What follows belongs to an exercise in optimizing a design on an open flow for small area, a short achievable clock period and few clock cycles per item; a production flow would make more cautious choices.
Function was checked by simulation only, so behaviour that the tests miss may differ from the original.

### flow/config.mk
export PLATFORM = sky130hd
export DESIGN_NAME = gcm_pipe
export DESIGN_NICKNAME = gcm_pipe
export VERILOG_FILES = /design/flow/design.v
export SDC_FILE = /design/flow/constraint.sdc
export NUM_CORES = 8
export LEC_CHECK = 0
export ABC_AREA = 1
export CAP_MARGIN = 30
export CORE_MARGIN = 2
export CORE_UTILIZATION = 40
export PLACE_DENSITY = 0.5
export SETUP_SLACK_MARGIN = 5
export SLEW_MARGIN = 30
### flow/constraint.sdc
create_clock -name core_clock -period 10.0 [get_ports {clk}]
set_input_delay 2.0000 -clock core_clock [delete_from_list [all_inputs] [get_ports {clk}]]
set_output_delay 2.0000 -clock core_clock [all_outputs]
set_load 0.01 [all_outputs]
### flow/design.v
module aes_sbox_p1 (
    input  wire [7:0] a,
    output wire [3:0] m
);
    wire U0 = a[7], U1 = a[6], U2 = a[5], U3 = a[4], U4 = a[3], U5 = a[2], U6 = a[1], U7 = a[0];
    wire T7, T18, T19, M4, T3, T4, T13, T1, T5, T6, M1, M5, T2, T10, T24, M17, M14, T11, T15, M11, M15, M21, T20, T9, T12, T16, T17, M9, M6, M10, M19, T25, M23, T26, M8, T21, T22, M7, M18, T27, M12, M13, M22, T14, M3, T23, T8, M2, M16, M20, M25, M28, M27, M29, M37, M31, M32, M33, M38, M26, M24, M30, M39, M34, M35, M36, M40;
    assign T7 = U1 ^ U2;
    assign T18 = U3 ^ U7;
    assign T19 = T7 ^ T18;
    assign M4 = T19 & U7;
    assign T3 = U0 ^ U6;
    assign T4 = U3 ^ U5;
    assign T13 = T3 ^ T4;
    assign T1 = U0 ^ U3;
    assign T5 = U4 ^ U6;
    assign T6 = T1 ^ T5;
    assign M1 = T13 & T6;
    assign M5 = M4 ^ M1;
    assign T2 = U0 ^ U5;
    assign T10 = T6 ^ T7;
    assign T24 = T2 ^ T10;
    assign M17 = M5 ^ T24;
    assign M14 = T2 & T10;
    assign T11 = U1 ^ U5;
    assign T15 = T5 ^ T11;
    assign M11 = T1 & T15;
    assign M15 = M14 ^ M11;
    assign M21 = M17 ^ M15;
    assign T20 = T1 ^ T19;
    assign T9 = U7 ^ T7;
    assign T12 = U2 ^ U5;
    assign T16 = T5 ^ T12;
    assign T17 = T9 ^ T16;
    assign M9 = T20 & T17;
    assign M6 = T3 & T16;
    assign M10 = M9 ^ M6;
    assign M19 = M10 ^ M15;
    assign T25 = T20 ^ T17;
    assign M23 = M19 ^ T25;
    assign T26 = T3 ^ T16;
    assign M8 = T26 ^ M6;
    assign T21 = U6 ^ U7;
    assign T22 = T7 ^ T21;
    assign M7 = T22 & T9;
    assign M18 = M8 ^ M7;
    assign T27 = T1 ^ T12;
    assign M12 = T4 & T27;
    assign M13 = M12 ^ M11;
    assign M22 = M18 ^ M13;
    assign T14 = T6 ^ T11;
    assign M3 = T14 ^ M1;
    assign T23 = T2 ^ T22;
    assign T8 = U7 ^ T6;
    assign M2 = T23 & T8;
    assign M16 = M3 ^ M2;
    assign M20 = M16 ^ M13;
    assign M25 = M22 & M20;
    assign M28 = M23 ^ M25;
    assign M27 = M20 ^ M21;
    assign M29 = M28 & M27;
    assign M37 = M21 ^ M29;
    assign M31 = M20 & M23;
    assign M32 = M27 & M31;
    assign M33 = M27 ^ M25;
    assign M38 = M32 ^ M33;
    assign M26 = M21 ^ M25;
    assign M24 = M22 ^ M23;
    assign M30 = M26 & M24;
    assign M39 = M23 ^ M30;
    assign M34 = M21 & M22;
    assign M35 = M24 & M34;
    assign M36 = M24 ^ M25;
    assign M40 = M35 ^ M36;
    assign m = {M37, M38, M39, M40};
endmodule
module aes_sbox_p2 (
    input  wire [7:0] a,
    input  wire [3:0] m,
    output wire [7:0] y
);
    wire U0 = a[7], U1 = a[6], U2 = a[5], U3 = a[4], U4 = a[3], U5 = a[2], U6 = a[1], U7 = a[0];
    wire M37 = m[3], M38 = m[2], M39 = m[1], M40 = m[0];
    wire M42, M41, M45, T4, M62, M43, T5, T12, T16, M49, T1, M61, L5, L6, M44, T3, T13, M55, T7, T9, M50, T2, T21, T22, T23, M56, L1, L15, T11, T15, M52, T27, M53, L9, L24, S0, L0, L16, T6, M46, T8, M47, L3, L7, L26, S1, M63, T10, M54, M58, L4, L19, T18, T19, T20, M60, M48, L2, L11, L14, L28, S2, L21, S3, L20, T17, M51, L12, L22, S4, L10, L25, M57, L17, L29, S5, L13, M59, L8, L27, S6, L18, L23, S7;
    assign M42 = M37 ^ M39;
    assign M41 = M38 ^ M40;
    assign M45 = M42 ^ M41;
    assign T4 = U3 ^ U5;
    assign M62 = M45 & T4;
    assign M43 = M37 ^ M38;
    assign T5 = U4 ^ U6;
    assign T12 = U2 ^ U5;
    assign T16 = T5 ^ T12;
    assign M49 = M43 & T16;
    assign T1 = U0 ^ U3;
    assign M61 = M42 & T1;
    assign L5 = M49 ^ M61;
    assign L6 = M62 ^ L5;
    assign M44 = M39 ^ M40;
    assign T3 = U0 ^ U6;
    assign T13 = T3 ^ T4;
    assign M55 = M44 & T13;
    assign T7 = U1 ^ U2;
    assign T9 = U7 ^ T7;
    assign M50 = M38 & T9;
    assign T2 = U0 ^ U5;
    assign T21 = U6 ^ U7;
    assign T22 = T7 ^ T21;
    assign T23 = T2 ^ T22;
    assign M56 = M40 & T23;
    assign L1 = M50 ^ M56;
    assign L15 = M55 ^ L1;
    assign T11 = U1 ^ U5;
    assign T15 = T5 ^ T11;
    assign M52 = M42 & T15;
    assign T27 = T1 ^ T12;
    assign M53 = M45 & T27;
    assign L9 = M52 ^ M53;
    assign L24 = L15 ^ L9;
    assign S0 = L6 ^ L24;
    assign L0 = M61 ^ M62;
    assign L16 = M56 ^ L0;
    assign T6 = T1 ^ T5;
    assign M46 = M44 & T6;
    assign T8 = U7 ^ T6;
    assign M47 = M40 & T8;
    assign L3 = M47 ^ M55;
    assign L7 = M46 ^ L3;
    assign L26 = L7 ^ L9;
    assign S1 = ~(L16 ^ L26);
    assign M63 = M41 & T2;
    assign T10 = T6 ^ T7;
    assign M54 = M41 & T10;
    assign M58 = M43 & T3;
    assign L4 = M54 ^ M58;
    assign L19 = M63 ^ L4;
    assign T18 = U3 ^ U7;
    assign T19 = T7 ^ T18;
    assign T20 = T1 ^ T19;
    assign M60 = M37 & T20;
    assign M48 = M39 & U7;
    assign L2 = M46 ^ M48;
    assign L11 = M60 ^ L2;
    assign L14 = M52 ^ M61;
    assign L28 = L11 ^ L14;
    assign S2 = ~(L19 ^ L28);
    assign L21 = L1 ^ L7;
    assign S3 = L6 ^ L21;
    assign L20 = L0 ^ L1;
    assign T17 = T9 ^ T16;
    assign M51 = M37 & T17;
    assign L12 = M48 ^ M51;
    assign L22 = L3 ^ L12;
    assign S4 = L20 ^ L22;
    assign L10 = M53 ^ L4;
    assign L25 = L6 ^ L10;
    assign M57 = M39 & T19;
    assign L17 = M57 ^ L1;
    assign L29 = L11 ^ L17;
    assign S5 = L25 ^ L29;
    assign L13 = M50 ^ L0;
    assign M59 = M38 & T22;
    assign L8 = M51 ^ M59;
    assign L27 = L8 ^ L10;
    assign S6 = ~(L13 ^ L27);
    assign L18 = M58 ^ L8;
    assign L23 = L18 ^ L2;
    assign S7 = ~(L6 ^ L23);
    assign y = {S0, S1, S2, S3, S4, S5, S6, S7};
endmodule
module aes_sbox_p1t (
    input  wire [7:0]  a,
    output wire [3:0]  m,
    output wire [7:0]  t
);
    wire U0 = a[7], U1 = a[6], U2 = a[5], U3 = a[4], U4 = a[3], U5 = a[2], U6 = a[1], U7 = a[0];
    wire T7, T18, T19, M4, T3, T4, T13, T1, T5, T6, M1, M5, T2, T10, T24, M17, M14, T11, T15, M11, M15, M21, T20, T9, T12, T16, T17, M9, M6, M10, M19, T25, M23, T26, M8, T21, T22, M7, M18, T27, M12, M13, M22, T14, M3, T23, T8, M2, M16, M20, M25, M28, M27, M29, M37, M31, M32, M33, M38, M26, M24, M30, M39, M34, M35, M36, M40;
    assign T7 = U1 ^ U2;
    assign T18 = U3 ^ U7;
    assign T19 = T7 ^ T18;
    assign M4 = T19 & U7;
    assign T3 = U0 ^ U6;
    assign T4 = U3 ^ U5;
    assign T13 = T3 ^ T4;
    assign T1 = U0 ^ U3;
    assign T5 = U4 ^ U6;
    assign T6 = T1 ^ T5;
    assign M1 = T13 & T6;
    assign M5 = M4 ^ M1;
    assign T2 = U0 ^ U5;
    assign T10 = T6 ^ T7;
    assign T24 = T2 ^ T10;
    assign M17 = M5 ^ T24;
    assign M14 = T2 & T10;
    assign T11 = U1 ^ U5;
    assign T15 = T5 ^ T11;
    assign M11 = T1 & T15;
    assign M15 = M14 ^ M11;
    assign M21 = M17 ^ M15;
    assign T20 = T1 ^ T19;
    assign T9 = U7 ^ T7;
    assign T12 = U2 ^ U5;
    assign T16 = T5 ^ T12;
    assign T17 = T9 ^ T16;
    assign M9 = T20 & T17;
    assign M6 = T3 & T16;
    assign M10 = M9 ^ M6;
    assign M19 = M10 ^ M15;
    assign T25 = T20 ^ T17;
    assign M23 = M19 ^ T25;
    assign T26 = T3 ^ T16;
    assign M8 = T26 ^ M6;
    assign T21 = U6 ^ U7;
    assign T22 = T7 ^ T21;
    assign M7 = T22 & T9;
    assign M18 = M8 ^ M7;
    assign T27 = T1 ^ T12;
    assign M12 = T4 & T27;
    assign M13 = M12 ^ M11;
    assign M22 = M18 ^ M13;
    assign T14 = T6 ^ T11;
    assign M3 = T14 ^ M1;
    assign T23 = T2 ^ T22;
    assign T8 = U7 ^ T6;
    assign M2 = T23 & T8;
    assign M16 = M3 ^ M2;
    assign M20 = M16 ^ M13;
    assign M25 = M22 & M20;
    assign M28 = M23 ^ M25;
    assign M27 = M20 ^ M21;
    assign M29 = M28 & M27;
    assign M37 = M21 ^ M29;
    assign M31 = M20 & M23;
    assign M32 = M27 & M31;
    assign M33 = M27 ^ M25;
    assign M38 = M32 ^ M33;
    assign M26 = M21 ^ M25;
    assign M24 = M22 ^ M23;
    assign M30 = M26 & M24;
    assign M39 = M23 ^ M30;
    assign M34 = M21 & M22;
    assign M35 = M24 & M34;
    assign M36 = M24 ^ M25;
    assign M40 = M35 ^ M36;
    assign m = {M37, M38, M39, M40};
    assign t = {T8, T9, T17, T19, T20, T22, T23, U7};
endmodule
module aes_sbox_p2t (
    input  wire [3:0]  m,
    input  wire [7:0]  t,
    output wire [7:0]  y
);
    wire M37 = m[3], M38 = m[2], M39 = m[1], M40 = m[0];
    wire T8 = t[7], T9 = t[6], T17 = t[5], T19 = t[4], T20 = t[3], T22 = t[2], T23 = t[1], U7 = t[0];
    wire T1 = (T19 ^ T20), T2 = (T22 ^ T23), T3 = (T20 ^ T22), T4 = ((T19 ^ T20) ^ (T22 ^ T23)), T6 = (T8 ^ U7), T10 = (T8 ^ T9), T13 = (T19 ^ T23), T15 = (T17 ^ U7), T16 = (T9 ^ T17), T27 = ((T8 ^ T9) ^ (T17 ^ U7));
    wire M42, M41, M45, M62, M43, M49, M61, L5, L6, M44, M55, M50, M56, L1, L15, M52, M53, L9, L24, S0, L0, L16, M46, M47, L3, L7, L26, S1, M63, M54, M58, L4, L19, M60, M48, L2, L11, L14, L28, S2, L21, S3, L20, M51, L12, L22, S4, L10, L25, M57, L17, L29, S5, L13, M59, L8, L27, S6, L18, L23, S7;
    assign M42 = M37 ^ M39;
    assign M41 = M38 ^ M40;
    assign M45 = M42 ^ M41;
    assign M62 = M45 & T4;
    assign M43 = M37 ^ M38;
    assign M49 = M43 & T16;
    assign M61 = M42 & T1;
    assign L5 = M49 ^ M61;
    assign L6 = M62 ^ L5;
    assign M44 = M39 ^ M40;
    assign M55 = M44 & T13;
    assign M50 = M38 & T9;
    assign M56 = M40 & T23;
    assign L1 = M50 ^ M56;
    assign L15 = M55 ^ L1;
    assign M52 = M42 & T15;
    assign M53 = M45 & T27;
    assign L9 = M52 ^ M53;
    assign L24 = L15 ^ L9;
    assign S0 = L6 ^ L24;
    assign L0 = M61 ^ M62;
    assign L16 = M56 ^ L0;
    assign M46 = M44 & T6;
    assign M47 = M40 & T8;
    assign L3 = M47 ^ M55;
    assign L7 = M46 ^ L3;
    assign L26 = L7 ^ L9;
    assign S1 = ~(L16 ^ L26);
    assign M63 = M41 & T2;
    assign M54 = M41 & T10;
    assign M58 = M43 & T3;
    assign L4 = M54 ^ M58;
    assign L19 = M63 ^ L4;
    assign M60 = M37 & T20;
    assign M48 = M39 & U7;
    assign L2 = M46 ^ M48;
    assign L11 = M60 ^ L2;
    assign L14 = M52 ^ M61;
    assign L28 = L11 ^ L14;
    assign S2 = ~(L19 ^ L28);
    assign L21 = L1 ^ L7;
    assign S3 = L6 ^ L21;
    assign L20 = L0 ^ L1;
    assign M51 = M37 & T17;
    assign L12 = M48 ^ M51;
    assign L22 = L3 ^ L12;
    assign S4 = L20 ^ L22;
    assign L10 = M53 ^ L4;
    assign L25 = L6 ^ L10;
    assign M57 = M39 & T19;
    assign L17 = M57 ^ L1;
    assign L29 = L11 ^ L17;
    assign S5 = L25 ^ L29;
    assign L13 = M50 ^ L0;
    assign M59 = M38 & T22;
    assign L8 = M51 ^ M59;
    assign L27 = L8 ^ L10;
    assign S6 = ~(L13 ^ L27);
    assign L18 = M58 ^ L8;
    assign L23 = L18 ^ L2;
    assign S7 = ~(L6 ^ L23);
    assign y = {S0, S1, S2, S3, S4, S5, S6, S7};
endmodule
module aes_half1 (
    input  wire [127:0] s,
    output wire [191:0] h         
);
    genvar g;
    generate
        for (g = 0; g < 16; g = g + 1) begin : g_sb
            aes_sbox_p1t u_p1 (.a(s[127-8*g -: 8]), .m(h[183-12*g -: 4]), .t(h[191-12*g -: 8]));
        end
    endgenerate
endmodule
module aes_half2 #(
    parameter LAST = 1            
) (
    input  wire [191:0] h,
    input  wire [127:0] rk,
    output wire [127:0] y,
    output wire [127:0] yl
);
    wire [127:0] sb;
    genvar g;
    generate
        for (g = 0; g < 16; g = g + 1) begin : g_sb
            aes_sbox_p2t u_p2 (.m(h[183-12*g -: 4]), .t(h[191-12*g -: 8]), .y(sb[127-8*g -: 8]));
        end
    endgenerate
    wire [127:0] sr;
    generate
        for (g = 0; g < 16; g = g + 1) begin : g_sr
            localparam integer C = g / 4;
            localparam integer R = g % 4;
            localparam integer S = 4 * ((C + R) % 4) + R;
            assign sr[127-8*g -: 8] = sb[127-8*S -: 8];
        end
    endgenerate
    function [7:0] xtime;
        input [7:0] b;
        xtime = {b[6:0], 1'b0} ^ (b[7] ? 8'h1b : 8'h00);
    endfunction
    function [31:0] mixcol;
        input [31:0] c;
        reg [7:0] a0, a1, a2, a3, t;
        begin
            a0 = c[31:24]; a1 = c[23:16]; a2 = c[15:8]; a3 = c[7:0];
            t = a0 ^ a1 ^ a2 ^ a3;
            mixcol[31:24] = a0 ^ t ^ xtime(a0 ^ a1);
            mixcol[23:16] = a1 ^ t ^ xtime(a1 ^ a2);
            mixcol[15:8]  = a2 ^ t ^ xtime(a2 ^ a3);
            mixcol[7:0]   = a3 ^ t ^ xtime(a3 ^ a0);
        end
    endfunction
    wire [127:0] mc = {mixcol(sr[127:96]), mixcol(sr[95:64]), mixcol(sr[63:32]), mixcol(sr[31:0])};
    assign y = mc ^ rk;
    generate
        if (LAST) begin : g_last
            assign yl = sr ^ rk;
        end else begin : g_nolast
            assign yl = 128'd0;
        end
    endgenerate
endmodule
module aes256_core (
    input  wire         clk,
    input  wire         hold,
    input  wire         inj,      
    input  wire         c_rk1,    
    input  wire         c_lwk,    
    input  wire         c_s1,     
    input  wire         c_rot,    
    input  wire         c_s2,     
    input  wire         c_k0,     
    input  wire         c_k1,     
    input  wire         c_toa,    
    input  wire [2:0]   c_rc,     
    input  wire [255:0] key,      
    input  wire [127:0] din,      
    output wire [127:0] res       
);
    reg  [191:0] p_a, p_b;        
    reg  [127:0] a_q, b_q;        
    reg  [127:0] ka, kb;
    reg  [31:0]  lw;
    reg  [47:0]  km;
    wire [191:0] p_a_d, p_b_d;
    wire [127:0] a_out, b_out, a_unused;
    aes_half1             u_a1 (.s(b_q), .h(p_a_d));
    wire [127:0] rk_a = c_rk1 ? key[127:0] : ka;
    aes_half2 #(.LAST(0)) u_a2 (.h(p_a), .rk(rk_a), .y(a_out), .yl(a_unused));
    aes_half1             u_b1 (.s(a_q), .h(p_b_d));
    aes_half2 #(.LAST(1)) u_b2 (.h(p_b), .rk(kb), .y(b_out), .yl(res));
    function [7:0] rcon;
        input [2:0] n;
        case (n)
            3'd0: rcon = 8'h01;
            3'd1: rcon = 8'h02;
            3'd2: rcon = 8'h04;
            3'd3: rcon = 8'h08;
            3'd4: rcon = 8'h10;
            3'd5: rcon = 8'h20;
            default: rcon = 8'h40;
        endcase
    endfunction
    wire [47:0]  km_d;
    wire [31:0]  kx_sub;
    wire [31:0]  lw_k = c_lwk ? key[31:0] : lw;
    wire [31:0]  lw_r = c_rot ? {lw_k[23:0], lw_k[31:24]} : lw_k;
    genvar g;
    generate
        for (g = 0; g < 4; g = g + 1) begin : g_ksb
            aes_sbox_p1t u_k1 (.a(lw_r[31-8*g -: 8]), .m(km_d[39-12*g -: 4]), .t(km_d[47-12*g -: 8]));
            aes_sbox_p2t u_k2 (.m(km[39-12*g -: 4]), .t(km[47-12*g -: 8]), .y(kx_sub[31-8*g -: 8]));
        end
    endgenerate
    wire [31:0]  rc_t = c_toa ? 32'd0 : {rcon(c_rc), 24'd0};
    wire [127:0] kx_old = c_k0 ? key[255:128] : c_k1 ? key[127:0] : (c_toa ? ka : kb);
    wire [31:0]  o0 = kx_old[127:96] ^ rc_t;
    wire [31:0]  o1 = (kx_old[127:96] ^ kx_old[95:64]) ^ rc_t;
    wire [31:0]  o2 = (kx_old[127:96] ^ kx_old[95:64]) ^ (kx_old[63:32] ^ rc_t);
    wire [31:0]  o3 = (kx_old[127:96] ^ kx_old[95:64]) ^ (kx_old[63:32] ^ kx_old[31:0]) ^ rc_t;
    wire [127:0] kx_new = {o0 ^ kx_sub, o1 ^ kx_sub, o2 ^ kx_sub, o3 ^ kx_sub};
    always @(posedge clk) begin
        if (!hold) begin
            p_a <= p_a_d;
            a_q <= a_out;
            p_b <= p_b_d;
            b_q <= inj ? (din ^ key[255:128]) : b_out;
            if (c_s1)
                km <= km_d;
            if (c_s2) begin
                lw <= kx_new[31:0];
                if (c_toa)
                    ka <= kx_new;
                else
                    kb <= kx_new;
            end
        end
    end
endmodule
module ghash_mul (
    input  wire         clk,
    input  wire         rst,
    input  wire         start,
    input  wire         fresh,
    input  wire [127:0] x,
    input  wire [127:0] h,
    output reg  [127:0] acc,
    output reg          busy,
    output wire         busy_n      
);
    localparam [127:0] R = {8'he1, 120'd0};
    localparam integer D = 19;
    function [127:0] mulx;
        input [127:0] v;
        mulx = (v >> 1) ^ (v[0] ? R : 128'd0);
    endfunction
    reg [113:0] xs;         
    reg [2:0]   cnt;
    wire [127:0] op = (fresh ? 128'd0 : acc) ^ x;
    wire [18:0] dig = start ? {op[13:0], 5'd0} : xs[18:0];
    reg [127:0] hk, accx, nxt;
    reg [127:0] t [0:31];
    integer k, n;
    always @(*) begin
        hk = h;
        for (k = 0; k < 32; k = k + 1)
            t[k] = 128'd0;
        for (k = 0; k < D; k = k + 1) begin
            t[k] = dig[18-k] ? hk : 128'd0;
            hk = mulx(hk);
        end
        accx = acc;
        for (k = 0; k < D; k = k + 1)
            accx = mulx(accx);
        t[D] = start ? 128'd0 : busy ? accx : acc;
        for (n = 16; n >= 1; n = n / 2)
            for (k = 0; k < n; k = k + 1)
                t[k] = t[2*k] ^ t[2*k+1];
        nxt = t[0];
    end
    assign busy_n = !rst && (start || (busy && cnt != 3'd6));
    always @(posedge clk) begin
        if (rst) begin
            busy <= 1'b0;
            cnt  <= 3'd0;
        end else if (start) begin
            busy <= 1'b1;
            cnt  <= 3'd1;
        end else if (busy) begin
            cnt <= cnt + 3'd1;
            if (cnt == 3'd6)
                busy <= 1'b0;
        end
        acc <= nxt;
        if (start)
            xs <= op[127:14];
        else
            xs <= xs >> D;
    end
endmodule
module gcm_pipe (
    input  wire         clk,
    input  wire         rst,
    input  wire         start,
    output wire         start_ready,
    input  wire [255:0] key,
    input  wire [9:0]   circuit,
    input  wire [63:0]  frame_count,
    input  wire         epoch,
    input  wire         link_role,
    input  wire [19:0]  len_bytes,
    input  wire         in_valid,
    output wire         in_ready,
    input  wire [127:0] in_data,
    output wire         out_valid,
    input  wire         out_ready,
    output wire [127:0] out_data,
    output wire         out_last
);
    localparam [1:0] J_NONE = 2'd0, J_H = 2'd1, J_CTR = 2'd2, J_J0 = 2'd3;
    reg         sr;                  
    reg         sr_p;                
    reg [255:0] key_r;
    reg [9:0]   circ;
    reg [63:0]  fc;
    reg         lr, ep;
    reg [19:0]  len_r;
    reg         nz_r;                
    reg         go;                  
    wire        accept = start && sr;
    wire [16:0] n_blk  = {1'b0, len_r[19:4]} + {16'd0, (len_r[3:0] != 4'd0)};
    reg         hq;                  
    reg [16:0]  jn;                  
    reg         jnz, j1, j2;         
    reg         jq;                  
    reg [16:0]  jc;                  
    reg [4:0]   ph;                  
    reg         hold;                
    reg         c_rk1, c_lwk, c_s1, c_rot, c_s2, c_k0, c_k1, c_toa;
    reg [2:0]   c_rc;
    reg [1:0]   st0, st1, st2, st3;  
    reg         sv0, sv1, sv2, sv3;  
    reg         sl0, sl1, sl2, sl3;  
    wire [1:0]  job   = hq ? J_H : jnz ? J_CTR : jq ? J_J0 : J_NONE;
    wire        avail = hq || jnz || jq;
    wire        ph_w  = (ph == 5'd27) || (ph == 5'd31);
    wire        inj_w = !hold && ph_w && avail;
    wire        inj_x = !hold && (ph == 5'd0);
    wire        inj_y = !hold && (ph == 5'd1);
    wire        inj_z = !hold && (ph == 5'd2);
    wire        inj   = inj_w || inj_x || inj_y || inj_z;
    wire [127:0] din = (job == J_H) ? 128'd0
                     : {lr, 21'd0, circ, fc, (job == J_CTR) ? {15'd0, jc} : 32'd1};
    wire [127:0] aes_res;
    aes256_core u_aes (
        .clk(clk), .hold(hold), .inj(inj), .c_rk1(c_rk1), .c_lwk(c_lwk), .c_s1(c_s1), .c_rot(c_rot),
        .c_s2(c_s2), .c_k0(c_k0), .c_k1(c_k1), .c_toa(c_toa), .c_rc(c_rc), .key(key_r), .din(din),
        .res(aes_res)
    );
    wire        lnd0 = (ph == 5'd27) && sv0;
    wire        lnd1 = (ph == 5'd0 || ph == 5'd28) && sv1;
    wire        lnd2 = (ph == 5'd1 || ph == 5'd29) && sv2;
    wire        lnd3 = (ph == 5'd2 || ph == 5'd30) && sv3;
    wire        land = !hold && (lnd0 || lnd1 || lnd2 || lnd3);
    wire [1:0]  land_t = lnd0 ? st0 : lnd1 ? st1 : lnd2 ? st2 : st3;
    wire        land_l = lnd0 ? sl0 : lnd1 ? sl1 : lnd2 ? sl2 : sl3;
    reg [127:0] ks0, ks1, ks2;
    reg         kf0, kf1, kf2;       
    reg [1:0]   kt0, kt1, kt2;       
    reg         kl0, kl1, kl2;       
    reg [1:0]   wp, rp;              
    wire         head_f  = (rp == 2'd0) ? kf0 : (rp == 2'd1) ? kf1 : kf2;
    wire [1:0]   head_t  = (rp == 2'd0) ? kt0 : (rp == 2'd1) ? kt1 : kt2;
    wire         head_l  = (rp == 2'd0) ? kl0 : (rp == 2'd1) ? kl1 : kl2;
    wire [127:0] head_ks = (rp == 2'd0) ? ks0 : (rp == 2'd1) ? ks1 : ks2;
    reg [127:0] h_r;
    reg [19:0]  len_g;               
    reg         cur_aad;             
    reg         g_aad;               
    reg         g_cdone;             
    reg         g_l;                 
    reg         g_tag;               
    reg         c_pend;              
    reg         c_last;              
    reg         st_aad, st_c, st_l;  
    wire [127:0] acc;
    wire         g_busy, g_busy_n;
    reg  [127:0] out_r;
    reg          ov, ol, ir;
    reg          ir_p;               
    wire [127:0] aad_blk = {6'd0, circ, fc, 7'd0, ep, 40'd0};
    wire [127:0] len_blk = {64'd88, 41'd0, len_g, 3'd0};
    wire [127:0] g_x = st_aad ? aad_blk : st_c ? out_r : len_blk;
    ghash_mul u_gh (
        .clk(clk), .rst(rst), .start(st_aad || st_c || st_l), .fresh(st_aad),
        .x(g_x), .h(h_r), .acc(acc), .busy(g_busy), .busy_n(g_busy_n)
    );
    wire         take_in = ir && in_valid;
    wire         tag_ld  = head_f && (head_t == J_J0) && g_tag && !g_busy && !ov;
    wire         h_ld    = head_f && (head_t == J_H);
    wire         pop     = take_in || tag_ld || h_ld;
    wire [3:0]   tail      = len_g[3:0];
    wire [127:0] keep_mask = (head_l && tail != 4'd0) ? ~({128{1'b1}} >> {tail, 3'd0})
                                                     : {128{1'b1}};
    wire        hq_n  = accept || (hq && !(inj && job == J_H));
    wire [16:0] jn_n  = go ? n_blk : (inj && job == J_CTR) ? jn - 17'd1 : jn;
    wire        jq_n  = accept || (jq && !(inj && job == J_J0));
    wire [4:0]  ph_n  = hold ? ph
                      : (ph == 5'd27) ? (avail ? 5'd0 : 5'd28)
                      : (ph == 5'd31) ? (avail ? 5'd0 : 5'd31)
                      : ph + 5'd1;
    wire        has_job = (job != J_NONE);
    wire        sv0_n = (inj_w && has_job) || (sv0 && !(land && lnd0));
    wire        sv1_n = (inj_x && has_job) || (sv1 && !(land && lnd1));
    wire        sv2_n = (inj_y && has_job) || (sv2 && !(land && lnd2));
    wire        sv3_n = (inj_z && has_job) || (sv3 && !(land && lnd3));
    function [1:0] inc3;
        input [1:0] p;
        inc3 = (p == 2'd2) ? 2'd0 : p + 2'd1;
    endfunction
    wire        pop0 = pop && (rp == 2'd0), pop1 = pop && (rp == 2'd1), pop2 = pop && (rp == 2'd2);
    wire        put0 = land && (wp == 2'd0), put1 = land && (wp == 2'd1), put2 = land && (wp == 2'd2);
    wire        kf0_n = put0 || (kf0 && !pop0);
    wire        kf1_n = put1 || (kf1 && !pop1);
    wire        kf2_n = put2 || (kf2 && !pop2);
    wire [1:0]  kt0_n = put0 ? land_t : kt0;
    wire [1:0]  kt1_n = put1 ? land_t : kt1;
    wire [1:0]  kt2_n = put2 ? land_t : kt2;
    wire [1:0]  wp_n  = land ? inc3(wp) : wp;
    wire [1:0]  rp_n  = pop ? inc3(rp) : rp;
    wire        lnd_n = ((ph_n == 5'd27) && sv0_n) ||
                        ((ph_n == 5'd0 || ph_n == 5'd28) && sv1_n) ||
                        ((ph_n == 5'd1 || ph_n == 5'd29) && sv2_n) ||
                        ((ph_n == 5'd2 || ph_n == 5'd30) && sv3_n);
    wire        wfull_n = (wp_n == 2'd0) ? kf0_n : (wp_n == 2'd1) ? kf1_n : kf2_n;
    wire        hold_n  = lnd_n && wfull_n;
    wire        g_aad_n = h_ld || (g_aad && !st_aad);
    wire        g_cd_n  = h_ld ? nz_r : (g_cdone || (st_c && c_last));
    wire        g_l_n   = h_ld || (g_l && !st_l);
    wire        jobs_done = !hq && !jnz && !jq;
    wire        cp_n    = take_in || (c_pend && !st_c);
    wire        ov_n    = take_in || tag_ld || (ov && !out_ready);
    wire        hf_n    = (rp_n == 2'd0) ? kf0_n : (rp_n == 2'd1) ? kf1_n : kf2_n;
    wire [1:0]  ht_n    = (rp_n == 2'd0) ? kt0_n : (rp_n == 2'd1) ? kt1_n : kt2_n;
    wire        ir_n    = hf_n && (ht_n == J_CTR) && !ov_n && !cp_n;
    assign start_ready = sr_p;
    assign in_ready    = ir_p;
    assign out_valid   = ov;
    assign out_last    = ol;
    assign out_data    = out_r;
    always @(posedge clk) begin
        if (sr) begin
            key_r <= key;
            circ  <= circuit;
            fc    <= frame_count;
            lr    <= link_role;
            ep    <= epoch;
            len_r <= len_bytes;
        end
        if (accept) begin
            jc    <= 17'd2;
        end else if (inj && job == J_CTR) begin
            jc    <= jc + 17'd1;
        end
        if (inj_w) begin st0 <= job; sl0 <= j1; end
        if (inj_x) begin st1 <= job; sl1 <= j1; end
        if (inj_y) begin st2 <= job; sl2 <= j1; end
        if (inj_z) begin st3 <= job; sl3 <= j1; end
        if (put0) begin ks0 <= aes_res; kl0 <= land_l; end
        if (put1) begin ks1 <= aes_res; kl1 <= land_l; end
        if (put2) begin ks2 <= aes_res; kl2 <= land_l; end
        kt0 <= kt0_n;
        kt1 <= kt1_n;
        kt2 <= kt2_n;
        if (h_ld) begin
            h_r   <= head_ks;
            len_g <= len_r;
        end
        if (go)
            nz_r <= (n_blk == 17'd0);
        out_r <= ({128{ir}} & ((in_data ^ head_ks) & keep_mask))
               | ({128{!ir && tag_ld}} & (acc ^ head_ks))
               | ({128{!ir && !tag_ld}} & out_r);
        ol    <= tag_ld || (ol && !take_in);
        if (take_in)
            c_last <= head_l;
        jn  <= jn_n;
        if (go) begin
            jnz <= (n_blk != 17'd0);
            j1  <= (n_blk == 17'd1);
            j2  <= (n_blk == 17'd2);
        end else if (inj && job == J_CTR) begin
            jnz <= !j1;
            j1  <= j2;
            j2  <= (jn == 17'd3);
        end
        if (rst) begin
            sr       <= 1'b1;
            go       <= 1'b0;
            sr_p     <= 1'b1;
            hq       <= 1'b0;
            jq       <= 1'b0;
            jn       <= 17'd0;
            jnz      <= 1'b0;
            ph       <= 5'd31;
            hold     <= 1'b0;
            c_rk1    <= 1'b0;
            c_lwk    <= 1'b0;
            c_k1     <= 1'b0;
            c_s1     <= 1'b0;
            c_rot    <= 1'b0;
            c_s2     <= 1'b0;
            c_k0     <= 1'b0;
            c_toa    <= 1'b0;
            c_rc     <= 3'd0;
            sv0      <= 1'b0;
            sv1      <= 1'b0;
            sv2      <= 1'b0;
            sv3      <= 1'b0;
            kf0      <= 1'b0;
            kf1      <= 1'b0;
            kf2      <= 1'b0;
            wp       <= 2'd0;
            rp       <= 2'd0;
            cur_aad  <= 1'b0;
            g_aad    <= 1'b0;
            g_cdone  <= 1'b0;
            g_l      <= 1'b0;
            g_tag    <= 1'b0;
            c_pend   <= 1'b0;
            st_aad   <= 1'b0;
            st_c     <= 1'b0;
            st_l     <= 1'b0;
            ov       <= 1'b0;
            ir       <= 1'b0;
            ir_p     <= 1'b0;
        end else begin
            sr   <= !accept && (sr || (jobs_done && cur_aad && ph >= 5'd5 && !hold));
            sr_p <= !(start && sr_p) && (sr_p || (jobs_done && cur_aad && ph >= 5'd5 && !hold));
            go <= accept;
            hq <= hq_n;
            jq <= jq_n;
            ph       <= ph_n;
            hold     <= hold_n;
            c_rk1    <= (ph_n >= 5'd1) && (ph_n <= 5'd4);
            c_lwk    <= (ph_n == 5'd1);
            c_k1     <= (ph_n == 5'd4);
            c_s1     <= ph_n[0] && (ph_n <= 5'd25);
            c_rot    <= (ph_n[1:0] == 2'd1);
            c_s2     <= !ph_n[0] && (ph_n >= 5'd2) && (ph_n <= 5'd26);
            c_k0     <= (ph_n == 5'd2);
            c_toa    <= (ph_n[1:0] == 2'd0);
            c_rc     <= ph_n[4:2];
            sv0      <= sv0_n;
            sv1      <= sv1_n;
            sv2      <= sv2_n;
            sv3      <= sv3_n;
            kf0 <= kf0_n;
            kf1 <= kf1_n;
            kf2 <= kf2_n;
            wp  <= wp_n;
            rp  <= rp_n;
            cur_aad <= !accept && (cur_aad || st_aad);
            g_aad   <= g_aad_n;
            g_cdone <= g_cd_n;
            g_l     <= g_l_n;
            g_tag   <= st_l || (g_tag && !tag_ld);
            c_pend  <= cp_n;
            st_aad  <= !g_busy_n && g_aad_n;
            st_c    <= !g_busy_n && !g_aad_n && cp_n;
            st_l    <= !g_busy_n && !g_aad_n && !cp_n && g_cd_n && g_l_n;
            ov      <= ov_n;
            ir      <= ir_n;
            ir_p    <= ir_n && (hf_n || ir_p);    
        end
    end
endmodule
### flow/flow/run.sh
#!/bin/bash
# Own layout flow: the standard flow (standard.sh), with these changes:
#  - Yosys's final technology mapping (its abc call) uses flow/abc.script, an
#    area-oriented ABC script, in place of ORFS's, and no 3-input XOR cells. That step does not touch
#    the registers, so they are the standard synthesis's, with the same names.
#  - up to 10 rounds of antenna repair after detailed routing (not 5);
#  - timing repair aims at a setup slack of 6.5 ns rather than 5 ns
#    (SETUP_SLACK_MARGIN), so the layout is pushed below a 5 ns period;
#  - the buffer that placement puts on every input and output port is a
#    sky130_fd_sc_hd__buf_1 (BUFFER_PORTS_ARGS) rather than the delay buffer
#    that buffer_ports picks by itself; timing repair may resize it.
# Logs: synth.log (synthesis), layout.log (floorplan to final layout); ORFS's
# own logs are in orfs/logs.
set -euo pipefail
W=$(pwd)
cat > "$W/own_synth.tcl" <<EOF
proc abc {args} {
  set i [lsearch -exact \$args -script]
  if {\$i >= 0} {
    set args [lreplace \$args [expr {\$i + 1}] [expr {\$i + 1}] $W/flow/abc.script]
  }
  lappend args -dont_use sky130_fd_sc_hd__xor3_1 -dont_use sky130_fd_sc_hd__xor3_2 -dont_use sky130_fd_sc_hd__xor3_4
  lappend args -dont_use sky130_fd_sc_hd__xnor3_1 -dont_use sky130_fd_sc_hd__xnor3_2 -dont_use sky130_fd_sc_hd__xnor3_4
  puts "own flow: abc \$args"
  yosys abc {*}\$args
}
source $W/synth_recipe.tcl
EOF
sed "s#$W/synth_recipe.tcl#$W/own_synth.tcl#g; s/SETUP_SLACK_MARGIN=5 /SETUP_SLACK_MARGIN=6.5 MAX_REPAIR_ANTENNAS_ITER_DRT=10 /" standard.sh > own_standard.sh
grep -q own_synth.tcl own_standard.sh
grep -q "SETUP_SLACK_MARGIN=6.5 " own_standard.sh
export BUFFER_PORTS_ARGS="-buffer_cell sky130_fd_sc_hd__buf_1"
bash own_standard.sh synth > synth.log 2>&1
grep -q "own flow: abc -script $W/flow/abc.script" orfs/logs/*/gcm_pipe/base/1_2_yosys.log
bash own_standard.sh > layout.log 2>&1
### flow/flow/abc.script
&get -n
&st
&dch
&nf
&put
buffer -c
topo
stime -c
upsize -c
dnsize -c
### flow/standard.sh
#!/bin/bash
# synth_recipe.tcl (not shown) runs the flow's synth.tcl, then flattens the netlist and writes it again
# the make line also repeats each setting of config.mk as NAME=value (left out here)
make -C /OpenROAD-flow-scripts/flow DESIGN_CONFIG=/design/flow/config.mk WORK_HOME=/design/flow/orfs CLKGATE_MAP_FILE= SYNTH_SCRIPT=/design/flow/synth_recipe.tcl "${@:-finish}"
==> summary.log, run 1 <==
[yosys] netlist area before placement 0.1708 mm2
[worst_setup_path] R2R depth 14
[timing] Fin. Hold Viols 0
[clock_tree] clock tree buffer depth 4
[timing] RSZ-0062 raised after global routing true
[clock_tree] CTS tree yes
[yosys] area fraction in compound gates after synthesis 4.815%
[timing] pin slew with the least headroom to its limit 1.168 ns
[placed_design] hpwl dp 541.4 mm
[clock_tree] CTS root buf sky130_fd_sc_hd__clkbuf_16
[worst_setup_path] R2R Path End u_aes.km[13]
[worst_setup_path] Stages on worst setup path 1
[routing] average routed wire per standard cell 30.21 um
[timing] fmax 281.2 MHz
[worst_hold_path] end point of the worst hold path u_gh.xs[11]
[yosys] async set-or-reset flop fraction in the synthesized netlist 0%
[yosys] number of enable-type register cells in the synthesized netlist 1879
[layout] Net count, final 19090
[yosys] combinational family with the most area after synthesis XOR/XNOR gates
[yosys] adder-cell area share of the yosys netlist 0.6155%
[clock_tree] cts bufs inserted 290
[routing] total wire length after detailed routing 739.2 mm
[yosys] net count after synthesis 18330
[die] number of placement rows 239
[timing] clock skew 0.07852 ns
[routing] total via count after detailed routing 130500
[worst_setup_path] launching point of the worst reg2reg path c_rot
[timing] relative max-transition margin 21.29%
[yosys] XOR/XNOR share of the synthesized area 39.45%
[yosys] count of distinct cell types in the synthesized netlist 79
[routing] Avg Vias per Cell 5.333
[die] number of I/O pins 617
[placed_design] RD Place Congestion 0.9551
[global_route] number of antenna violations at the first check in global routing 40
[worst_setup_path] worst path bufs/invs 1
[yosys] dominant register cell in the synthesized netlist sky130_fd_sc_hd__edfxtp_1
[yosys] Post-Synth Simple-Gate Area 11.33%
[timing] Total Neg Setup Slack 0 ns
[worst_setup_path] cell at the slowest stage of the critical path sky130_fd_sc_hd__dfxtp_4
[die] die height 657.4 um
[worst_setup_path] required time of the critical path 8.00 ns
[global_route] aggregate global routing overflow 0
[clock_tree] source-to-sink clock delay at the later pin of the worst-skew pair 0.99 ns
[routing] DRC viols 0
[die] Core Box Area 0.4243 mm2
[die] effective utilization at floorplan 40.24%
[timing] ratio of final minimum period to clock period 35.56%
[yosys] post-synthesis register bit count 2340
[layout] synthesis-to-finish area growth 18.66%
[layout] Final Core Density 47.75%
[yosys] average instance area after synthesis 9.613 um2
[routing] Pre-Repair DR Iteration Count 6
[routing] Starting DRT DRC Count 14390
[timing] final critical delay including setup and external delays 3.556 ns
[global_route] first-pass GRT wire length 998.2 mm
[worst_setup_path] critical-path cell list buf_6
[timing] Setup-failing EPs final 0
[worst_setup_path] minimum setup slack among reg-to-reg paths 6.47 ns
[yosys] post-synthesis cell count 17760
[clock_tree] clock slew seen by the registers of the worst setup and hold paths 0.06 ns
[die] Total Die Area 0.4321 mm2
[placed_design] number of input and output port buffers inserted 616
[flow_run] maximum capacitance violations 0
[worst_setup_path] family with the most delay on the worst path flip-flops
[yosys] sequential element share of the synthesized area 38.45%
[global_route] GR Util All Layers 32.77%
[worst_setup_path] startpoint types flop
[die] width of the chip 657.4 um
[yosys] Yosys Warn Count 6
[worst_hold_path] hold_sp u_gh.xs[30]
[clock_tree] H-Tree Level Count 5
[global_route] pin count of the biggest net entering global routing 155
[clock_tree] # hold bufs at CTS 0
[layout] share of layout cells above drive strength 1 13.01%
[worst_hold_path] Hold Path Cell Cnt 2
[worst_setup_path] critical path peak fanout 2
[routing] count of nets left with antenna violations after detail routing 0
[worst_setup_path] Worst EP arrival 1.56 ns
[worst_setup_path] capturing element type of the critical path output port
[timing] final max-slew violation count 0
[worst_hold_path] worst hold-check path type flop to flop
[clock_tree] Sinks on Clock Net 2340
[yosys] mux share of post-synthesis cell area 3.105%
[worst_setup_path] largest stage delay on the critical path 0.44 ns
[worst_setup_path] Critical Setup Path Class flop to output port
[layout] number of fillers in the final layout 39890
[outcome] outcome timing/DRC/antenna clean
[global_route] number of global-route vias before repair 122900
layer usage:
| layer | wire length (um) | track usage, % | vias to the layer above |
|---|---|---|---|
| met5 | 128 | 0 | - |
| met2 | 333500 | 51.71 | 5813 |
| met1 | 291200 | 41.48 | 64160 |
| met3 | 58220 | 6.053 | 1422 |
| li1 | - | - | 59090 |
| met4 | 56130 | 20.43 | 20 |
cell usage in the layout (no fill, tap or decap), drive strengths merged, types with 113 or more instances in the layout:
| cell type | instances |
|---|---|
| a22oi | 257 |
| nand2b | 154 |
| xnor2 | 5531 |
| clkbuf | 372 |
| a21oi | 450 |
| dfxtp | 461 |
| xor2 | 2040 |
| clkinv | 113 |
| mux2i | 460 |
| edfxtp | 1879 |
| nor2 | 1055 |
| o21ai | 487 |
| buf | 1330 |
| nand2 | 3402 |
area by class of cell:
class | instances | area [um2] | area share (%)
diodes | 45 | 112.6 | 0.05558
clock buffers | 363 | 7786 | 3.843
clock inverters | 166 | 1778 | 0.8775
inverters | 91 | 385.4 | 0.1902
multi-input cells | 14460 | 108900 | 53.77
flip-flops and latches | 2340 | 65980 | 32.56
well taps | 5663 | 7086 | 3.497
repair buffers | 1345 | 10530 | 5.197
repair inverters | 2 | 16.27 | 0.008028
kinds of logic after synthesis:
group                    after synthesis
AO/OA/AOI/OAI                       1389
flip-flops                          2340
buffers and inverters                997
multiplexers                         507
AND/OR/NAND/NOR                     4876
XOR/XNOR                            7571
adder cells (fa/ha/maj)               84
sequential cells by signal, indices dropped and copies added, names as in the netlist, 20 cells and up:
signal / count
fc: 64
h_r: 128
key_r: 256
ks0: 128
ks1: 128
ks2: 128
len_g: 20
len_r: 20
out_r: 128
u_aes.a_q: 128
u_aes.b_q: 128
u_aes.ka: 128
u_aes.kb: 128
u_aes.km: 48
u_aes.lw: 32
u_aes.p_a: 192
u_aes.p_b: 192
u_gh.acc: 128
u_gh.xs: 114
cells in the mapped netlist, drive strengths merged (3+ instances only):
master	count	share of area [%]
or2	16	0.059
nand3	45	0.13
a22oi	257	1.1
a32oi	59	0.30
nor2b	63	0.23
mux2	39	0.26
nand2	3402	7.5
nor3	34	0.10
nor2	1055	2.3
mux4	8	0.11
xor2	2040	11
o22ai	6	0.022
a311oi	7	0.036
and4	4	0.021
a211oi	10	0.044
a32o	11	0.064
clkbuf	704	1.5
edfxtp	1879	33
o31ai	5	0.022
or3	6	0.022
mux2i	460	2.7
buf	202	0.48
and3	17	0.062
a21oi	450	1.3
nand4	9	0.033
nor3b	3	0.013
a221o	12	0.070
ha	84	0.62
nor4	11	0.044
xnor2	5531	29
a21o	16	0.070
and2	44	0.16
o21a	10	0.044
or4	3	0.013
o21ai	487	1.4
inv	91	0.20
a21boi	7	0.031
nor4b	6	0.031
o211ai	6	0.026
dfxtp	461	5.4
nand2b	154	0.56
a31oi	22	0.081
per-stage QoR:
step / cell area, um2 / instances / worst slack [ns] / hold WS [ns]
after global routing: 202600 / 24440 / 6.322 / 0.4558
after floorplan: 171000 / 17760 / 5.897 / 0.3918
after CTS: 197300 / 24200 / 6.326 / 0.4342
after detailed placement: 179900 / 23390 / 4.768 / 0.4200
after global placement: 179000 / 23360 / 4.800 / 0.4176
final: 202600 / 24470 / 6.444 / 0.4257
repair_timing:
item	CTS	global route
setup endpoints to repair	973	708
gates cloned	36	12
endpoints found under the hold margin	0	0
gates resized for setup	1028	424
buffers inserted	241	205
pin swaps	90	147
worst max-delay path by stage:
stage                           endpoint  slack, ns      startpoint
after floorplan                     hold       5.90           ph[0]
after global placement     u_gh.acc[101]       4.80            st_c
after detailed placement    u_gh.acc[57]       4.77            st_c
after CTS                 u_aes.b_q[118]       6.33  u_aes.p_b[121]
after global routing      u_aes.b_q[118]       6.32  u_aes.p_b[121]
final                       out_data[55]       6.44       out_r[55]
Testbench counts, summed over its fixed seeds: cycles 73,543, blocks 10,308.
==> run 2: changes to the inputs <==
--- a/flow/flow/run.sh
+++ b/flow/flow/run.sh
@@ -8,7 +8,9 @@
 #    (SETUP_SLACK_MARGIN), so the layout is pushed below a 5 ns period;
 #  - the buffer that placement puts on every input and output port is a
 #    sky130_fd_sc_hd__buf_1 (BUFFER_PORTS_ARGS) rather than the delay buffer
-#    that buffer_ports picks by itself; timing repair may resize it.
+#    that buffer_ports picks by itself; timing repair may resize it;
+#  - clock tree synthesis (CTS_ARGS) drives the register clusters with
+#    sky130_fd_sc_hd__clkbuf_2 rather than clkbuf_16, and adds no dummy loads.
 # Logs: synth.log (synthesis), layout.log (floorplan to final layout); ORFS's
 # own logs are in orfs/logs.
 set -euo pipefail
@@ -30,6 +32,7 @@
 grep -q own_synth.tcl own_standard.sh
 grep -q "SETUP_SLACK_MARGIN=6.5 " own_standard.sh
 export BUFFER_PORTS_ARGS="-buffer_cell sky130_fd_sc_hd__buf_1"
+export CTS_ARGS="-sink_clustering_enable -repair_clock_nets -sink_clustering_buffer sky130_fd_sc_hd__clkbuf_2 -dont_use_dummy_load"
 bash own_standard.sh synth > synth.log 2>&1
 grep -q "own flow: abc -script $W/flow/abc.script" orfs/logs/*/gcm_pipe/base/1_2_yosys.log
 bash own_standard.sh > layout.log 2>&1
==> summary.log, run 2 <==
[outcome] outcome timing/DRC/antenna clean
[worst_setup_path] worst path bufs/invs 1 [unchanged]
[die] Core Box Area 0.4243 mm2 [unchanged]
[yosys] net count after synthesis 18330 [unchanged]
[worst_setup_path] required time of the critical path 10.71 ns [+2.71 ns]
[clock_tree] CTS root buf sky130_fd_sc_hd__clkbuf_16
[layout] commonest non-fill, non-tap cells in the layout sky130_fd_sc_hd__xnor2_1, sky130_fd_sc_hd__nand2_1, sky130_fd_sc_hd__xor2_1
[yosys] Yosys Warn Count 6 [unchanged]
[placed_design] number of input and output port buffers inserted 616 [unchanged]
[global_route] pin count of the biggest net entering global routing 155 [unchanged]
[yosys] dominant register cell in the synthesized netlist sky130_fd_sc_hd__edfxtp_1
[global_route] GR Util All Layers 32.80% [about the same]
[layout] share of layout cells above drive strength 1 14.06% [+1.1 points]
[layout] register with the most flip-flops key_r
[worst_hold_path] Hold Path Cell Cnt 2 [unchanged]
[placed_design] hpwl dp 541.4 mm [unchanged]
[timing] final critical delay including setup and external delays 3.591 ns [+0.03516 ns]
[layout] synthesis-to-finish area growth 15.57%
[worst_setup_path] Worst EP arrival 4.31 ns [+2.75 ns]
[worst_setup_path] R2R Path End u_aes.b_q[84]
[timing] Setup-failing EPs final 0 [unchanged]
[yosys] sequential element share of the synthesized area 38.45% [unchanged]
[worst_setup_path] Critical Setup Path Class flop to flop
[yosys] average instance area after synthesis 9.613 um2 [unchanged]
[die] die height 657.4 um [unchanged]
[yosys] top cell type's share of synthesized area 33.04% [unchanged]
[worst_setup_path] largest stage delay on the critical path 0.49 ns [+0.05 ns]
[worst_setup_path] R2R depth 12 [-2]
[timing] final max-slew violation count 0 [unchanged]
[yosys] netlist area before placement 0.1708 mm2 [unchanged]
[yosys] most common cell in the synthesized netlist sky130_fd_sc_hd__xnor2_1
[routing] total via count after detailed routing 131800 [+1.0%]
[timing] clock skew 0.09491 ns [+0.01639 ns]
[die] width of the chip 657.4 um [unchanged]
[layout] Largest register FFs 256 [unchanged]
[worst_hold_path] hold_sp u_gh.xs[54]
[worst_hold_path] worst hold-check path type flop to flop
[clock_tree] cts bufs inserted 664 [+130%]
[clock_tree] # hold bufs at CTS 0 [unchanged]
[layout] number of fillers in the final layout 40650 [+1.9%]
[global_route] number of global-route vias before repair 125600 [+2.2%]
[timing] Fin. Hold Viols 0 [unchanged]
[worst_setup_path] capturing element type of the critical path flop
[yosys] post-synthesis register bit count 2340 [unchanged]
[worst_setup_path] Crit path top cell by count sky130_fd_sc_hd__xnor2_1
[yosys] async set-or-reset flop fraction in the synthesized netlist 0% [unchanged]
[die] number of placement rows 239 [unchanged]
[yosys] post-synthesis cell count 17760 [unchanged]
[clock_tree] CTS tree yes
[timing] Total Neg Setup Slack 0 ns [unchanged]
[layout] leading cell type in the layout, fill and taps excluded sky130_fd_sc_hd__xnor2_1
[timing] pin slew with the least headroom to its limit 1.210 ns [+0.04135 ns]
[routing] Starting DRT DRC Count 14090 [-2.1%]
[flow_run] maximum capacitance violations 0 [unchanged]
[die] number of I/O pins 617 [unchanged]
[routing] DRC viols 0 [unchanged]
[layout] Net count, final 19460 [+1.9%]
[routing] Avg Vias per Cell 5.360 [+0.49%]
[placed_design] RD Place Congestion 0.9551 [unchanged]
[yosys] largest area contributor in the netlist sky130_fd_sc_hd__edfxtp_1
[yosys] number of enable-type register cells in the synthesized netlist 1879 [unchanged]
[worst_setup_path] critical path peak fanout 4 [+2]
[worst_hold_path] end point of the worst hold path u_gh.xs[35]
[global_route] first-pass GRT wire length 1000 mm [+0.19%]
[worst_setup_path] launching point of the worst reg2reg path u_aes.p_b[133]
[placed_design] Cells after DPL 23390 [unchanged]
[layout] largest registers key_r x256, u_aes.p_a x192, u_aes.p_b x192
[timing] ratio of final minimum period to clock period 35.91% [+0.35 points]
[yosys] count of distinct cell types in the synthesized netlist 79 [unchanged]
[timing] RSZ-0062 raised after global routing true
[worst_setup_path] minimum setup slack among reg-to-reg paths 6.41 ns [-0.06 ns]
[yosys] most numerous cell types in the synthesized netlist sky130_fd_sc_hd__xnor2_1, sky130_fd_sc_hd__nand2_1, sky130_fd_sc_hd__xor2_1, sky130_fd_sc_hd__edfxtp_1, sky130_fd_sc_hd__nor2_1
[worst_setup_path] cell at the slowest stage of the critical path sky130_fd_sc_hd__edfxtp_1
[timing] relative max-transition margin 18.51% [-2.8 points]
[worst_setup_path] startpoint types flop
[clock_tree] clock slew seen by the registers of the worst setup and hold paths 0.11 ns [+0.05 ns]
[timing] fmax 278.5 MHz [-0.98%]
[worst_setup_path] family with the most delay on the worst path XOR/XNOR gates
[routing] total wire length after detailed routing 736.4 mm [-0.38%]
[worst_setup_path] critical-path cell list xnor2_1 > nor2_1 > xor2_1 > xnor2_2 > xnor2_1 > xnor2_1 > buf_4 > xnor2_1 > xor2_1 > xnor2_1 > xnor2_2 > a21oi_1
[routing] count of nets left with antenna violations after detail routing 0 [unchanged]
[global_route] aggregate global routing overflow 0 [unchanged]
[clock_tree] clock tree buffer depth 4 [unchanged]
[routing] average routed wire per standard cell 29.94 um [-0.89%]
[yosys] Area contributors post-synth sky130_fd_sc_hd__edfxtp_1, sky130_fd_sc_hd__xnor2_1, sky130_fd_sc_hd__xor2_1, sky130_fd_sc_hd__nand2_1, sky130_fd_sc_hd__dfxtp_1
[clock_tree] H-Tree Level Count 6 [+1]
[die] Total Die Area 0.4321 mm2 [unchanged]
[die] effective utilization at floorplan 40.24% [unchanged]
[routing] Pre-Repair DR Iteration Count 6 [unchanged]
[global_route] number of antenna violations at the first check in global routing 49 [+23%]
[clock_tree] source-to-sink clock delay at the later pin of the worst-skew pair 1.01 ns [+0.02 ns]
[clock_tree] Sinks on Clock Net 2340 [unchanged]
[layout] final instance count without filler cells 24600 [+0.51%]
[run 2: logic make-up after synthesis]
group / count (synthesis) / synth area share, %
adder cells (fa/ha/maj): 84 / 0.6155
multiplexers: 507 / 3.105
flip-flops: 2340 / 38.45
buffers and inverters: 997 / 2.232
XOR/XNOR: 7571 / 39.45
AND/OR/NAND/NOR: 4876 / 11.33
AO/OA/AOI/OAI: 1389 / 4.815
[run 2: worst max path at each step]
stage                        start             to  cells past startpoint
global route                 c_rot   u_aes.km[15]                     16
CTS                 u_aes.p_b[145]  u_aes.b_q[84]                     11
global placement              st_c  u_gh.acc[101]                     13
finish              u_aes.p_b[133]  u_aes.b_q[84]                     12
detailed placement            st_c   u_gh.acc[57]                     13
floorplan                    ph[0]           hold                     11
[run 2: through the flow]
stage	setup slack, ns	area [um2]	util (%)	hold WS (ns)
4_1_cts	6.237	192100	45.28	0.4278
6_report	6.409	197300	46.51	0.4202
2_1_floorplan	5.897	171000	-	0.3918
3_5_place_dp	4.768	179900	42.39	0.4200
3_3_place_gp	4.800	179000	42.19	0.4176
5_1_grt	6.276	197300	46.49	0.4632
[run 2: final cells by class]
cell class	count	area (um2)	share of cell area, %
multi-input cells	14450	108900	55.19
flip-flops and latches	2340	65980	33.43
repair buffers	1339	10170	5.155
well taps	5663	7086	3.590
clock buffers	664	4705	2.384
inverters	91	375.4	0.1902
diodes	43	107.6	0.05452
repair inverters	1	5.005	0.002536
[run 2: what timing repair did]
item                                    CTS  global route
cloned                                   36             6
resized for setup                       987           447
setup buffers                           242           203
endpoints found under the setup margin  990           609
pin swaps                               102           147
[run 2: per-layer routing]
metal | GRT usage [%] | vias up | part of all wire (%)
met2 | 51.86 | 6165 | 45
met5 | 0 | - | 0.018
li1 | - | 59660 | -
met1 | 41.37 | 64360 | 39
met4 | 20.63 | 22 | 7.6
met3 | 6.028 | 1612 | 8.0
[run 2: tightest hold or removal path: cells and delay by family, from the launching register on]
family / cells / cell delay [ns]
flip-flops: 1 / 0.33
AO/OA/AOI/OAI: 2 / 0.12
==> run 3: changes to the inputs <==
--- a/flow/flow/run.sh
+++ b/flow/flow/run.sh
@@ -10,7 +10,7 @@
 #    sky130_fd_sc_hd__buf_1 (BUFFER_PORTS_ARGS) rather than the delay buffer
 #    that buffer_ports picks by itself; timing repair may resize it;
 #  - clock tree synthesis (CTS_ARGS) drives the register clusters with
-#    sky130_fd_sc_hd__clkbuf_2 rather than clkbuf_16, and adds no dummy loads.
+#    sky130_fd_sc_hd__clkbuf_4 rather than clkbuf_16, and adds no dummy loads.
 # Logs: synth.log (synthesis), layout.log (floorplan to final layout); ORFS's
 # own logs are in orfs/logs.
 set -euo pipefail
@@ -32,7 +32,7 @@
 grep -q own_synth.tcl own_standard.sh
 grep -q "SETUP_SLACK_MARGIN=6.5 " own_standard.sh
 export BUFFER_PORTS_ARGS="-buffer_cell sky130_fd_sc_hd__buf_1"
-export CTS_ARGS="-sink_clustering_enable -repair_clock_nets -sink_clustering_buffer sky130_fd_sc_hd__clkbuf_2 -dont_use_dummy_load"
+export CTS_ARGS="-sink_clustering_enable -repair_clock_nets -sink_clustering_buffer sky130_fd_sc_hd__clkbuf_4 -dont_use_dummy_load"
 bash own_standard.sh synth > synth.log 2>&1
 grep -q "own flow: abc -script $W/flow/abc.script" orfs/logs/*/gcm_pipe/base/1_2_yosys.log
 bash own_standard.sh > layout.log 2>&1
==> flow/flow/abc.script (replaced) <==
&get -n
&st
&dch
&nf -R 1000
&put
buffer -c
topo
stime -c
upsize -c
dnsize -c
==> summary.log, run 3 <==
[placed_design] cell area after placement 0.1793 mm2 [-0.32%]
[timing] relative max-transition margin 23.08% [+4.6 points]
[yosys] adder-cell area share of the yosys netlist 0.6172% [+0.0017 points]
[yosys] post-synthesis register bit count 2340 [unchanged]
[routing] DRC viols 0 [unchanged]
[yosys] number of enable-type register cells in the synthesized netlist 1879 [unchanged]
[routing] total wire length after detailed routing 730.0 mm [-0.87%]
[worst_setup_path] end point of the critical path u_aes.km[12]
[yosys] combinational family with the most area after synthesis XOR/XNOR gates
[yosys] XOR/XNOR share of the synthesized area 39.40% [-0.058 points]
[worst_setup_path] R2R depth 17 [+5]
[routing] Avg Vias per Cell 5.319 [-0.76%]
[outcome] outcome timing/DRC/antenna clean
[layout] share of layout cells above drive strength 1 14.20% [+0.14 points]
[worst_setup_path] minimum setup slack among reg-to-reg paths 6.35 ns [-0.06 ns]
[global_route] pin count of the biggest net entering global routing 142 [-8.4%]
[timing] ratio of final minimum period to clock period 36.47% [+0.56 points]
[yosys] mux share of post-synthesis cell area 2.918% [-0.19 points]
[timing] clock skew 0.07875 ns [-0.01615 ns]
[worst_setup_path] Crit path top cell by count sky130_fd_sc_hd__xnor2_2
[placed_design] RD Place Congestion 0.9675 [+1.3%]
[global_route] GR Util All Layers 32.62% [-0.18 points]
[layout] synthesis-to-finish area growth 17.00%
[clock_tree] clock tree buffer depth 4 [unchanged]
[layout] leading cell type in the layout, fill and taps excluded sky130_fd_sc_hd__xnor2_1
[routing] routed length on met1 289.2 mm [-0.14%]
[worst_setup_path] Critical Path Start c_lwk
[layout] area used by multi-input combinational logic 0.1086 mm2 [-0.33%]
[worst_setup_path] largest stage delay on the critical path 0.40 ns [-0.09 ns]
[yosys] Yosys Warn Count 6 [unchanged]
[placed_design] hpwl dp 540.8 mm [-0.11%]
[yosys] netlist area before placement 0.1703 mm2 [-0.28%]
[worst_hold_path] worst hold-check path type flop to flop
[clock_tree] Sinks on Clock Net 2340 [unchanged]
[clock_tree] # hold bufs at CTS 0 [unchanged]
[die] Total Die Area 0.4309 mm2 [-0.28%]
[global_route] number of global-route vias before repair 124900 [-0.62%]
[global_route] aggregate global routing overflow 0 [unchanged]
[routing] count of nets left with antenna violations after detail routing 0 [unchanged]
[routing] total via count after detailed routing 131400 [-0.29%]
[timing] final critical delay including setup and external delays 3.647 ns [+0.05601 ns]
[worst_setup_path] Critical Setup Path Class flop to flop
[global_route] first-pass GRT wire length 993.2 mm [-0.69%]
[layout] largest registers key_r x256, u_aes.p_a x192, u_aes.p_b x192
[routing] met3 layer wire length in the routed design 55.09 mm [-6.8%]
[timing] pin slew with the least headroom to its limit 1.146 ns [-0.06398 ns]
[timing] fmax 274.2 MHz [-1.5%]
[routing] average routed wire per standard cell 29.54 um [-1.3%]
[yosys] Post-Synth Simple-Gate Area 11.38% [+0.052 points]
[yosys] Area contributors post-synth sky130_fd_sc_hd__edfxtp_1, sky130_fd_sc_hd__xnor2_1, sky130_fd_sc_hd__xor2_1, sky130_fd_sc_hd__nand2_1, sky130_fd_sc_hd__dfxtp_1
[layout] Largest register FFs 256 [unchanged]
[routing] top sig layer met5
[die] width of the chip 656.5 um [-0.14%]
[yosys] top cell type's share of synthesized area 33.14% [+0.094 points]
[yosys] async set-or-reset flop fraction in the synthesized netlist 0% [unchanged]
[yosys] area fraction in compound gates after synthesis 4.890% [+0.075 points]
[worst_setup_path] cell at the slowest stage of the critical path sky130_fd_sc_hd__dfxtp_4
[die] die height 656.5 um [-0.14%]
[yosys] sequential element share of the synthesized area 38.56% [+0.11 points]
[clock_tree] clock slew seen by the registers of the worst setup and hold paths 0.06 ns [-0.05 ns]
[yosys] average instance area after synthesis 9.579 um2 [-0.35%]
[timing] Fin. Hold Viols 0 [unchanged]
[placed_design] number of input and output port buffers inserted 616 [unchanged]
[worst_setup_path] startpoint types flop
[layout] number of fillers in the final layout 40190 [-1.1%]
[layout] commonest non-fill, non-tap cells in the layout sky130_fd_sc_hd__xnor2_1, sky130_fd_sc_hd__nand2_1, sky130_fd_sc_hd__xor2_1
[die] number of I/O pins 617 [unchanged]
[clock_tree] CTS tree yes
[worst_setup_path] required time of the critical path 10.70 ns [about the same]
[clock_tree] source-to-sink clock delay at the later pin of the worst-skew pair 1.02 ns [about the same]
[routing] Pre-Repair DR Iteration Count 8 [+2]
[layout] Final Core Density 47.02% [+0.51 points]
[yosys] most common cell in the synthesized netlist sky130_fd_sc_hd__xnor2_1
[worst_setup_path] critical path peak fanout 4 [unchanged]
[timing] Setup-failing EPs final 0 [unchanged]
[layout] sequential cell area in the final layout 0.06603 mm2 [about the same]
[worst_setup_path] R2R Path End u_aes.km[12]
[clock_tree] H-Tree Level Count 6 [unchanged]
[flow_run] maximum capacitance violations 0 [unchanged]
[worst_setup_path] capturing element type of the critical path flop
[worst_setup_path] launching point of the worst reg2reg path c_lwk
[worst_setup_path] Worst EP arrival 4.35 ns [+0.04 ns]
[die] effective utilization at floorplan 40.18% [-0.057 points]
[timing] RSZ-0062 raised after global routing true
[routing] detailed-routed wire length on met2 329.2 mm [-0.77%]
[layout] Non-Filler Cell Area, Final 0.1992 mm2 [+0.95%]
[clock_tree] CTS root buf sky130_fd_sc_hd__clkbuf_16
[layout] Net count, final 19520 [+0.33%]
[yosys] most numerous cell types in the synthesized netlist sky130_fd_sc_hd__xnor2_1, sky130_fd_sc_hd__nand2_1, sky130_fd_sc_hd__xor2_1, sky130_fd_sc_hd__edfxtp_1, sky130_fd_sc_hd__nor2_1
[yosys] count of distinct cell types in the synthesized netlist 79 [unchanged]
[yosys] post-synthesis cell count 17780 [+0.068%]
[yosys] dominant register cell in the synthesized netlist sky130_fd_sc_hd__edfxtp_1
[yosys] net count after synthesis 18350 [+0.065%]
[timing] final max-slew violation count 0 [unchanged]
[die] Core Box Area 0.4237 mm2 [-0.14%]
[timing] Total Neg Setup Slack 0 ns [unchanged]
[global_route] number of antenna violations at the first check in global routing 58 [+18%]
[routing] Starting DRT DRC Count 14270 [+1.3%]
[yosys] largest area contributor in the netlist sky130_fd_sc_hd__edfxtp_1
[layout] register with the most flip-flops key_r
[die] number of placement rows 239 [unchanged]
[worst_setup_path] critical-path cell list buf_6 > buf_16 > buf_12 > buf_12 > mux2i_4 > nor2_2 > a21oi_4 > xor2_2 > xor2_2 > xnor2_1 > ha_1 > xnor2_2 > xnor2_2 > xnor2_2 > inv_1 > o21ai_2 > a31oi_1
[clock_tree] cts bufs inserted 676 [+1.8%]
==> run 3: critical path: cells and delay by family, from the launching register on <==
family / cells / cell delay (ns)
XOR/XNOR: 6 / 1.17
adder cells (fa/ha/maj): 1 / 0.28
flip-flops: 1 / 0.40
AND/OR/NAND/NOR: 1 / 0.08
multiplexers: 1 / 0.33
buffers and inverters: 5 / 0.60
AO/OA/AOI/OAI: 3 / 0.51
==> run 3: cell families after synthesis <==
kind of cell / count (synthesis)
xor gates and xnor gates: 7568
and+or+nand+nor: 4895
DFF: 2340
AOI/OAI and AO/OA: 1407
buffers and inverters: 995
muxes: 487
adders and majority gates: 84
==> run 3: metrics by stage <==
stage	worst slack, ns	cells	hold WS [ns]
after floorplan	4.466	17780	0.3918
after global placement	5.296	23420	0.4097
after detailed placement	5.259	23440	0.4051
after CTS	6.362	24420	0.4048
after global routing	6.266	24680	0.4392
final	6.353	24710	0.4070
==> run 3: area by class of cell <==
cell class | instances | share of cell area, %
multi-input combinational | 14460 | 54.49
sequential | 2340 | 33.14
timing repair buffer | 1380 | 5.314
tap | 5663 | 3.556
clock buffer | 676 | 3.154
inverter | 94 | 0.2242
antenna | 95 | 0.1193
timing repair inverter | 1 | 0.004396
==> run 3: repair_timing <==
action / 4_1_cts / 5_1_grt
cloned: 30 / 4
setup buffers: 267 / 192
resized for setup: 1157 / 436
pin swaps: 107 / 176
setup endpoints to repair: 1208 / 591
==> run 3: how the worst min path moves through the flow <==
stage | to | depth (start not counted) | slack (ns) | startpoint
2_1_floorplan | u_gh.xs[0] | 2 | 0.39 | u_gh.xs[19]
3_3_place_gp | u_gh.xs[8] | 2 | 0.41 | u_gh.xs[27]
3_5_place_dp | u_gh.xs[8] | 2 | 0.41 | u_gh.xs[27]
4_1_cts | u_gh.xs[20] | 2 | 0.40 | u_gh.xs[39]
5_1_grt | u_gh.xs[10] | 2 | 0.44 | u_gh.xs[29]
6_report | u_gh.xs[20] | 2 | 0.41 | u_gh.xs[39]
==> run 3: per-layer routing <==
metal,global-route usage (%),vias to the layer above
met5,0,-
met4,21.88,18
met3,5.118,1449
met2,51.29,5907
li1,-,59860
met1,41.42,64200

-- static timing again, ports no longer ideal --
The flow's constraints put no driver on any port. The routed layouts listed below were extracted and timed again, unchanged, in two steps.
Step 1 sets driving cells, clkbuf_16 on the clock port and buf_2 on the other inputs (assumed; they add their load-dependent delay and slew).
Step 2, shift: input delay + t, output delay - t, t = (earliest + latest rising clock arrival at the registers) / 2. This alone moves slack from input paths to output paths.
Slacks: ideal ports / drivers / drivers and shift; pairs: ideal ports / drivers.
run	t, ns	slack for setup (ns)	worst slew at a driven data input, ns
run 1	1.091	6.444 / 6.317 / 6.053	0.09
run 2	1.075	6.409 / 6.319 / 6.018	0.09
run 3	1.111	6.353 / 6.333 / 6.235	0.19
After both steps setup and hold are still met in every run listed.
